This is an optimization exercise on Yosys and OpenROAD, whose aim is small area, a short achievable clock period and few clock cycles, not a production implementation.
Only simulation tests tie the RTL to the original design; equivalence was not proved.
Power is estimated from default activity; no workload was simulated.

rev 12:
Design reel_block_tx, start of the top module:
module reel_block_tx (
  input  wire        clk,
  input  wire        rst,
  input  wire [4:0]  blk_init,
  input  wire [7:0]  seq_init,
  input  wire [39:0] in_data,
  input  wire        in_valid,
  output wire        in_ready,
  output reg  [39:0] out_data,
  output reg         out_valid,
  output reg         out_sob,
  input  wire        out_ready
);
  localparam [47:0] CLAPPER  = 48'hF3A6_0C59_D21E;
  localparam [57:0] SCR_INIT = 58'h2C5_9A37_E1D0_64BB;
  function [15:0] crc16_64(input [63:0] bits);
    integer i;
    reg [15:0] c;
    reg        b;
    begin
      c = 16'hFFFF;
      for (i = 63; i >= 0; i = i - 1) begin
        b = c[15] ^ bits[i];
        c  = {c[14:0], 1'b0} ^ (b ? 16'h1021 : 16'h0000);
      end
      crc16_64 = c;
    end
  endfunction
  function [97:0] scramble40(input [57:0] s_in);
    integer i;
    reg [57:0] s;
    reg [39:0] ks;
    reg        f;
    begin
      s = s_in;
      for (i = 39; i >= 0; i = i - 1) begin
        f     = s[57] ^ s[38];
        ks[i] = f;
        s     = {s[56:0], f};
      end
      scramble40 = {s, ks};
    end
  endfunction
  reg [8:0] word;       
  reg       w0;         
  reg       w1;         
  reg       wh;         
  reg       wd;         
  reg       wp;         
  reg       wl;         
  reg [4:0] blk;
  reg [7:0] seq;
  reg [15:0] crc;
  reg [3:0] fl;         
  reg       fb;         
  reg       zv;         
  reg [39:0] f0, f1;    
  reg        v0, v1;
  ...
Size: ~1,200 flip-flops, ~100 I/O pins, about 73,000 um2 of cells after synthesis.
Settings: LEC_CHECK=0, CAP_MARGIN=20, CORE_MARGIN=2, CORE_UTILIZATION=40, SETUP_SLACK_MARGIN=3.5, SLEW_MARGIN=20; clock period 7.5 ns.
run.sh (not shown) runs the stock make flow with config.mk's settings and CLKGATE_MAP_FILE= SYNTH_SCRIPT=/design/flow/synth_recipe.tcl, a recipe that flattens the netlist after the stock synthesis.
Testbench counts of rev 12, summed over its fixed seeds: cycles 21,608.
For rev 13, these inputs were changed with respect to rev 12:
- swapping 3.5 for 4.3 in SETUP_SLACK_MARGIN
### Flow results
- From rev 12 to rev 13 the numbers moved as follows: logic gate share of total power +0.4 points, power went up by 0.80%, final worst-path cycle share now sits lower.
- When rev 13 is set beside rev 12, its maximum number of pins on one net before global-route repair turns out to be about 3.5% larger.
- Sort rev 13 and rev 12 by area of combinational cells with multiple inputs desc -> top: rev 13

---

reel_block_tx, a different RTL version from the one above (not shown whole).
For scale: about 5600 cells after synthesis, ~1200 flip-flops, roughly 100 I/O pins, ~72000 sq um of cells after synthesis.
clock: 7.5 ns
lec_check: 0
cap_margin: 20
core_margin: 2
core_utilization: 45
cts_cluster_diameter: 120
cts_cluster_size: 16
setup_slack_margin: 4.7
slew_margin: 20
Testbench counts at the start, summed over its fixed seeds: cycles 21,608.
Next try:
--- a/flow/config.mk
+++ b/flow/config.mk
@@ -9,6 +9,6 @@
 export CORE_MARGIN = 2
-export CORE_UTILIZATION = 45
+export CORE_UTILIZATION = 55
 export CTS_CLUSTER_DIAMETER = 120
 export CTS_CLUSTER_SIZE = 16
-export SETUP_SLACK_MARGIN = 4.7
+export SETUP_SLACK_MARGIN = 4.75
 export SLEW_MARGIN = 20
Outcome: The new run went through all stages and came out clean; synthesized area stays the same; cell area is about the same; sequential power is about the same; global-route usage climbs by 8.0 points; cell count falls by 3.7%; clock skew came out lower by 0.033 ns; clock power drops by about 2%.
Next try:
--- a/flow/config.mk
+++ b/flow/config.mk
@@ -12,3 +12,3 @@
 export CTS_CLUSTER_SIZE = 16
-export SETUP_SLACK_MARGIN = 4.75
+export SETUP_SLACK_MARGIN = 4.7
 export SLEW_MARGIN = 20
=> Synthesized cell count stays the same; clock power is about the same; critical path depth rose by 5; worst setup slack gets worse by 0.033 ns; total power stays flat; sequential power barely changes; clock-buffer cell count drops by 1; register-to-register slack degrades by 0.05 ns; routed wire length went down slightly.

---

Starting RTL as in the previous note.
Design reel_block_tx, start of the top module:
module reel_block_tx (
  input  wire        clk,
  input  wire        rst,
  input  wire [4:0]  blk_init,
  input  wire [7:0]  seq_init,
  input  wire [39:0] in_data,
  input  wire        in_valid,
  output wire        in_ready,
  output reg  [39:0] out_data,
  output reg         out_valid,
  output reg         out_sob,
  input  wire        out_ready
);
==> flow/config.mk <==
export PLATFORM = sky130hd
export DESIGN_NAME = reel_block_tx
export DESIGN_NICKNAME = reel_block_tx
export VERILOG_FILES = /design/flow/design.v
export SDC_FILE = /design/flow/constraint.sdc
export NUM_CORES = 4
export LEC_CHECK = 0
export CAP_MARGIN = 20
export CORE_MARGIN = 2
export CORE_UTILIZATION = 58
export CTS_CLUSTER_DIAMETER = 120
export CTS_CLUSTER_SIZE = 16
export SETUP_SLACK_MARGIN = 4.65
export SLEW_MARGIN = 20
==> flow/constraint.sdc <==
create_clock -name core_clock -period 7.5 [get_ports {clk}]
set_input_delay 1.5000 -clock core_clock [delete_from_list [all_inputs] [get_ports {clk}]]
set_output_delay 1.5000 -clock core_clock [all_outputs]
set_load 0.01 [all_outputs]
Testbench counts at the start, summed over its fixed seeds: cycles 21,608.
Then changed:
--- a/flow/config.mk
+++ b/flow/config.mk
@@ -9,6 +9,7 @@
 export CORE_MARGIN = 2
-export CORE_UTILIZATION = 58
-export CTS_CLUSTER_DIAMETER = 120
-export CTS_CLUSTER_SIZE = 16
-export SETUP_SLACK_MARGIN = 4.65
+export CORE_UTILIZATION = 60
+export CTS_BUF_LIST = sky130_fd_sc_hd__clkbuf_8
+export CTS_CLUSTER_DIAMETER = 100
+export CTS_CLUSTER_SIZE = 12
+export SETUP_SLACK_MARGIN = 4.7
 export SLEW_MARGIN = 20
Effect:
- total power is lower by 2.4%
- via count came out higher by 0.77%
- synthesized area stays the same
- synthesized cell count does not change
- clock power fell by 18%
- setup slack is better by 15 ps
- routed wire length drops by 0.90%
- first-iteration DRC count is higher by 8.5%
- combinational power hardly moves
- utilization rises by 2.5 points

## static timing again, ports no longer ideal
How much do the figures lean on ideal ports? The routed layouts below were timed once more, with nothing changed but the port constraints. Step 1, drivers: a clkbuf_16 drives clk and a buf_2 each remaining input, both assumed. Step 2, shift: input delay + t, output delay - t, t = (earliest + latest rising clock arrival at the registers) / 2. This alone moves slack from input paths to output paths. a / b / c = ideal ports / drivers / drivers and shift; a / b = the first two.
run	t (ns)	slack for setup (ns)	slew at the worst register clock pin (ns)
rev 12	0.872	3.375 / 3.375 / 2.788	0.07 / 0.07
rev 13	0.897	4.229 / 4.153 / 3.424	0.08 / 0.08
the first run of note 2	0.817	4.566 / 4.491 / 3.980	0.09 / 0.09
the second run of note 2	0.799	4.590 / 4.510 / 4.016	0.09 / 0.09
the third run of note 2	0.809	4.557 / 4.531 / 3.926	0.09 / 0.09
the first run of note 3	0.813	4.475 / 4.475 / 3.839	0.09 / 0.09
the second run of note 3	0.960	4.490 / 4.407 / 3.793	0.11 / 0.11
After both steps every run listed still meets setup and hold. The setup slack of rev 13, which loses most, moves by -0.076 ns with the drivers and by -0.805 ns with both steps.
